Context: an optimization exercise on an open-source flow, tuned for small area and a short achievable clock period. The choices shown serve that exercise and are no tape-out recipe.
RTL that was checked went through simulation tests only; none was proved equivalent to the original.

// hdr_merge
module hdr_merge (
    input  wire        clk,
    input  wire        rst,         
    input  wire        in_valid,
    input  wire        depth,       
    input  wire [1:0]  nexp,        
    input  wire [11:0] code_l,
    input  wire        cg_l,
    input  wire [11:0] code_m,
    input  wire        cg_m,
    input  wire [11:0] code_s,
    input  wire        cg_s,
    input  wire [15:0] dark_l,      
    input  wire [15:0] dark_m,
    input  wire [15:0] dark_s,
    input  wire [31:0] ratio_m,     
    input  wire [31:0] ratio_s,     
    output reg         out_valid,
    output reg  [23:0] lin,
    output reg  [1:0]  lin_src      
);
    wire [18:0] x_l, x_m, x_s;
    hdr_diff u_diff_l (.depth(depth), .code(code_l), .cg(cg_l), .dark(dark_l), .x(x_l));
    hdr_diff u_diff_m (.depth(depth), .code(code_m), .cg(cg_m), .dark(dark_m), .x(x_m));
    hdr_diff u_diff_s (.depth(depth), .code(code_s), .cg(cg_s), .dark(dark_s), .x(x_s));
    wire hi_l = cg_l & ~x_l[18] & (x_l[17] | x_l[16] | (&x_l[15:13]));
    wire hi_m = cg_m & ~x_m[18] & (x_m[17] | x_m[16] | (&x_m[15:13]));
    wire use_l = (nexp[1] == 1'b0) | ~hi_l;
    wire use_m = ~use_l & (nexp == 2'd3) & ~hi_m;
    reg        r1_valid;
    reg [18:0] r1_x;
    reg        r1_cg;
    reg [31:0] r1_ratio;
    reg [1:0]  r1_src;
    always @(posedge clk) begin
        if (rst) r1_valid <= 1'b0;
        else     r1_valid <= in_valid;
        r1_x     <= use_l ? x_l  : use_m ? x_m  : x_s;
        r1_cg    <= use_l ? cg_l : use_m ? cg_m : cg_s;
        r1_ratio <= use_l ? 32'h0001_0000 : use_m ? ratio_m : ratio_s;
        r1_src   <= use_l ? 2'd0 : use_m ? 2'd1 : 2'd2;
    end
    wire [14:0] xq = r1_cg ? r1_x[15:1] : r1_x[18:4];
    wire [14:0] v  = r1_x[18] ? 15'd0 : (r1_cg & (|r1_x[17:16])) ? 15'h7FFF : xq;
    wire [23:0] ca, cb;
  ...
Size in the first run: about 2000 cells after synthesis, roughly 180 I/O pins.
clock: 13.0 ns
lec_check: 0
cap_margin: 20
core_margin: 2
core_utilization: 65
slew_margin: 20
standard.sh (not shown) runs the stock make flow with config.mk's settings and CLKGATE_MAP_FILE= SYNTH_SCRIPT=/design/flow/synth_recipe.tcl, a recipe that flattens the netlist after the stock synthesis.
==> flow/flow/run.sh <==
#!/bin/bash
set -euo pipefail
MARGIN=7
PORTBUF=sky130_fd_sc_hd__buf_1
POLFIX=1
R=orfs/results/$FLOW_PLATFORM/hdr_merge/base
LIB=$FLOW_HOME/platforms/$FLOW_PLATFORM/lib/sky130_fd_sc_hd__tt_025C_1v80.lib
KNOBS=("SETUP_SLACK_MARGIN=$MARGIN" "BUFFER_PORTS_ARGS=-buffer_cell $PORTBUF")

bash standard.sh synth "${KNOBS[@]}" > synth.log 2>&1
if [[ $POLFIX == 1 ]]; then
  cp $R/1_2_yosys.v 1_2_yosys_standard.v
  python3 flow/polfix.py 1_2_yosys_standard.v polfix.v "$LIB" > polfix.log 2>&1
  cp polfix.v $R/1_2_yosys.v
  rm -f $R/1_synth.odb
  bash standard.sh synth "${KNOBS[@]}" > synth_odb.log 2>&1
fi
bash standard.sh finish "${KNOBS[@]}" > finish.log 2>&1
Other scripts of this flow, unchanged in this note and not shown: flow/flow/polfix.py
The starting point ran to the end with no violations.
Change:
--- a/flow/flow/run.sh
+++ b/flow/flow/run.sh
@@ -3 +3 @@
-MARGIN=7
+MARGIN=7.4
- CORE_UTILIZATION: 65 -> 50
=> Setup slack improved by 0.47 ns. Worst hold slack got worse by 0.0043 ns. Critical path depth falls by 5. Wire length rises by 12%. Cell count rises by 8.2%. Non-clock buffer count rises by 85.
Change:
--- a/flow/flow/run.sh
+++ b/flow/flow/run.sh
@@ -3 +3 @@
-MARGIN=7.4
+MARGIN=6.5
Outcome: The new run completed without violations. Via count fell by 5.2%. Setup slack is worse by 0.75 ns. Synthesized cell count stays the same. Routed wire length is lower by 11%. Design area decreases by 9.7%. Hold slack degrades by 0.010 ns.
Change:
--- a/flow/flow/run.sh
+++ b/flow/flow/run.sh
@@ -3 +3 @@
-MARGIN=6.5
+MARGIN=7.25
@@ -8 +8 @@
-KNOBS=("SETUP_SLACK_MARGIN=$MARGIN" "BUFFER_PORTS_ARGS=-buffer_cell $PORTBUF")
+KNOBS=("SETUP_SLACK_MARGIN=$MARGIN" "BUFFER_PORTS_ARGS=-buffer_cell $PORTBUF" "RECOVER_POWER=100")
After rerunning:
- The new run produced a clean layout
- synthesized cell count stays the same
- design area went up by about 3%
- sequential cell count is unchanged
- final cell count went up by 1.3%

========
hdr_merge, a different RTL version from the one above (not shown whole).
Size in the first run: about 2,200 cells after synthesis, roughly 18,000 um^2 of cells after synthesis.
clock: 13.0 ns
lec_check: 0
cap_margin: 20
core_margin: 2
core_utilization: 50
slew_margin: 20
==> flow/flow/run.sh <==
#!/bin/bash
set -euo pipefail
MARGIN=$(cat flow/margin.txt)
bash standard.sh finish SETUP_SLACK_MARGIN=$MARGIN > standard_flow.log 2>&1
==> flow/flow/margin.txt <==
8
Rerun with:
==> flow/flow/margin.txt (replaced) <==
9
=> Die area stays the same; setup slack got worse by 0.11 ns; synthesized cell count stays the same.

========
== run 1 ==
Another version of the RTL of hdr_merge (not shown whole).
Size in the first run: about 0.018 mm^2 of cells after synthesis.
==> flow/design.v (excerpt) <==
module hdr_merge (
    input  wire        clk,
    input  wire        rst,         
    input  wire        in_valid,
    input  wire        depth,       
    input  wire [1:0]  nexp,        
    input  wire [11:0] code_l,
    input  wire        cg_l,
    input  wire [11:0] code_m,
    input  wire        cg_m,
    input  wire [11:0] code_s,
    input  wire        cg_s,
    input  wire [15:0] dark_l,      
    input  wire [15:0] dark_m,
    input  wire [15:0] dark_s,
    input  wire [31:0] ratio_m,     
    input  wire [31:0] ratio_s,     
    output reg         out_valid,
    output reg  [23:0] lin,
    output reg  [1:0]  lin_src      
);
clock: 13.0 ns
lec_check: 0
cap_margin: 20
core_margin: 2
core_utilization: 50
slew_margin: 20
==> flow/flow/run.sh <==
#!/bin/bash
set -euo pipefail
MARGIN=7.5
PORTBUF=sky130_fd_sc_hd__buf_1
POLFIX=1
R=orfs/results/$FLOW_PLATFORM/hdr_merge/base
LIB=$FLOW_HOME/platforms/$FLOW_PLATFORM/lib/sky130_fd_sc_hd__tt_025C_1v80.lib
KNOBS=("SETUP_SLACK_MARGIN=$MARGIN" "BUFFER_PORTS_ARGS=-buffer_cell $PORTBUF")

bash standard.sh synth "${KNOBS[@]}" > synth.log 2>&1
if [[ $POLFIX == 1 ]]; then
  cp $R/1_2_yosys.v 1_2_yosys_standard.v
  python3 flow/polfix.py 1_2_yosys_standard.v polfix.v "$LIB" > polfix.log 2>&1
  cp polfix.v $R/1_2_yosys.v
  rm -f $R/1_synth.odb
  bash standard.sh synth "${KNOBS[@]}" > synth_odb.log 2>&1
fi
bash standard.sh finish "${KNOBS[@]}" > finish.log 2>&1
Other scripts of this flow, unchanged in this note and not shown: flow/flow/polfix.py
Changes in run 2 relative to run 1:
diff --git a/flow/flow/run.sh b/flow/flow/run.sh
--- a/flow/flow/run.sh
+++ b/flow/flow/run.sh
@@ -1,5 +1,5 @@
 #!/bin/bash
 set -euo pipefail
-MARGIN=7.5
+MARGIN=7
 PORTBUF=sky130_fd_sc_hd__buf_1
 POLFIX=1
==> run notes <==
Share of the clock period used by the worst path: run 2 vs run 1 up 0.44 points
Comparing run 1 and run 2, the higher multi-input logic portion of the cell area was measured on run 2.
Comparing final non-filler cell total for run 1 and run 2, the smaller number came from run 2.
For run 1 and run 2, there was not a single run that failed to finish clean.
Summary of run 2 over run 1: count of buffers not belonging to the clock network in the layout dropped 19%; worst-case reg-to-reg path depth dropped 7.7%.
Function was not checked in any run of this note: the RTL went through the layout flow alone.

========
RTL: one of the versions met above, not the one the previous note started from.
Size: ~180 I/O pins, ~0.018 sq mm of cells after synthesis.
Settings: LEC_CHECK=0, CAP_MARGIN=20, CORE_MARGIN=2, CORE_UTILIZATION=50, SLEW_MARGIN=20; clock period 13.0 ns.
==> flow/flow/run.sh <==
#!/bin/bash
set -euo pipefail
MARGIN=7.25
PORTBUF=sky130_fd_sc_hd__buf_1
POLFIX=1
R=orfs/results/$FLOW_PLATFORM/hdr_merge/base
LIB=$FLOW_HOME/platforms/$FLOW_PLATFORM/lib/sky130_fd_sc_hd__tt_025C_1v80.lib
KNOBS=("SETUP_SLACK_MARGIN=$MARGIN" "BUFFER_PORTS_ARGS=-buffer_cell $PORTBUF")

bash standard.sh synth "${KNOBS[@]}" > synth.log 2>&1
if [[ $POLFIX == 1 ]]; then
  cp $R/1_2_yosys.v 1_2_yosys_standard.v
  python3 flow/polfix.py 1_2_yosys_standard.v polfix.v "$LIB" > polfix.log 2>&1
  cp polfix.v $R/1_2_yosys.v
  rm -f $R/1_synth.odb
  bash standard.sh synth "${KNOBS[@]}" > synth_odb.log 2>&1
fi
bash standard.sh finish "${KNOBS[@]}" > finish.log 2>&1
Other scripts of this flow, unchanged in this note and not shown: flow/flow/polfix.py
The starting point completed without violations.
Rerun with:
--- a/flow/flow/run.sh
+++ b/flow/flow/run.sh
@@ -1,5 +1,5 @@
 #!/bin/bash
 set -euo pipefail
-MARGIN=7.25
+MARGIN=7
 PORTBUF=sky130_fd_sc_hd__buf_1
 POLFIX=1
What happened: Clock skew is lower by 4.4 ps. Maximum frequency is lower by 3.7%. Design area is lower by about 2.2%. Synthesized cell count does not change. Worst hold slack is about the same. Sequential cell count is unchanged. Via count is higher by 1.0%. Wire length is lower by about 1.4%.

re-timing with driven ports:
Ports are ideal in the flow. The routed layouts listed here were re-timed in OpenROAD. Step 1 (the two cells are an assumption about what drives the block):
set clk [get_ports {clk}]
set_driving_cell -lib_cell sky130_fd_sc_hd__clkbuf_16 $clk
set_driving_cell -lib_cell sky130_fd_sc_hd__buf_2 [delete_from_list [all_inputs] $clk]
Step 2, shift: input delay + t, output delay - t, t = (earliest + latest rising clock arrival at the registers) / 2. This alone moves slack from input paths to output paths. Slacks: ideal ports / drivers / drivers and shift; pairs: ideal ports / drivers.
run | shift t [ns] | slack for setup (ns) | worst data-port slew with drivers (ns)
the first run of note 1 | 0.428 | 7.005 / 7.005 / 6.784 | 0.04
the second run of note 1 | 0.440 | 7.474 / 7.490 / 7.051 | 0.05
the third run of note 1 | 0.436 | 6.724 / 6.724 / 6.339 | 0.05
the fourth run of note 1 | 0.455 | 4.715 / 4.715 / 4.715 | 0.09
the first run of note 2 | 0.420 | 7.140 / 7.089 / 6.889 | 0.06
the second run of note 2 | 0.423 | 7.031 / 6.977 / 6.978 | 0.06
run 1 | 0.427 | 6.974 / 6.974 / 6.870 | 0.05
run 2 | 0.424 | 6.916 / 6.916 / 6.577 | 0.13
the first run of note 4 | 0.453 | 7.361 / 7.297 / 6.844 | 0.12
the second run of note 4 | 0.428 | 7.144 / 7.132 / 6.704 | 0.06
After both steps setup and hold are still met in every run listed. The setup slack of the first run of note 4, which loses most, moves by -0.064 ns with the drivers and by -0.517 ns with both steps.
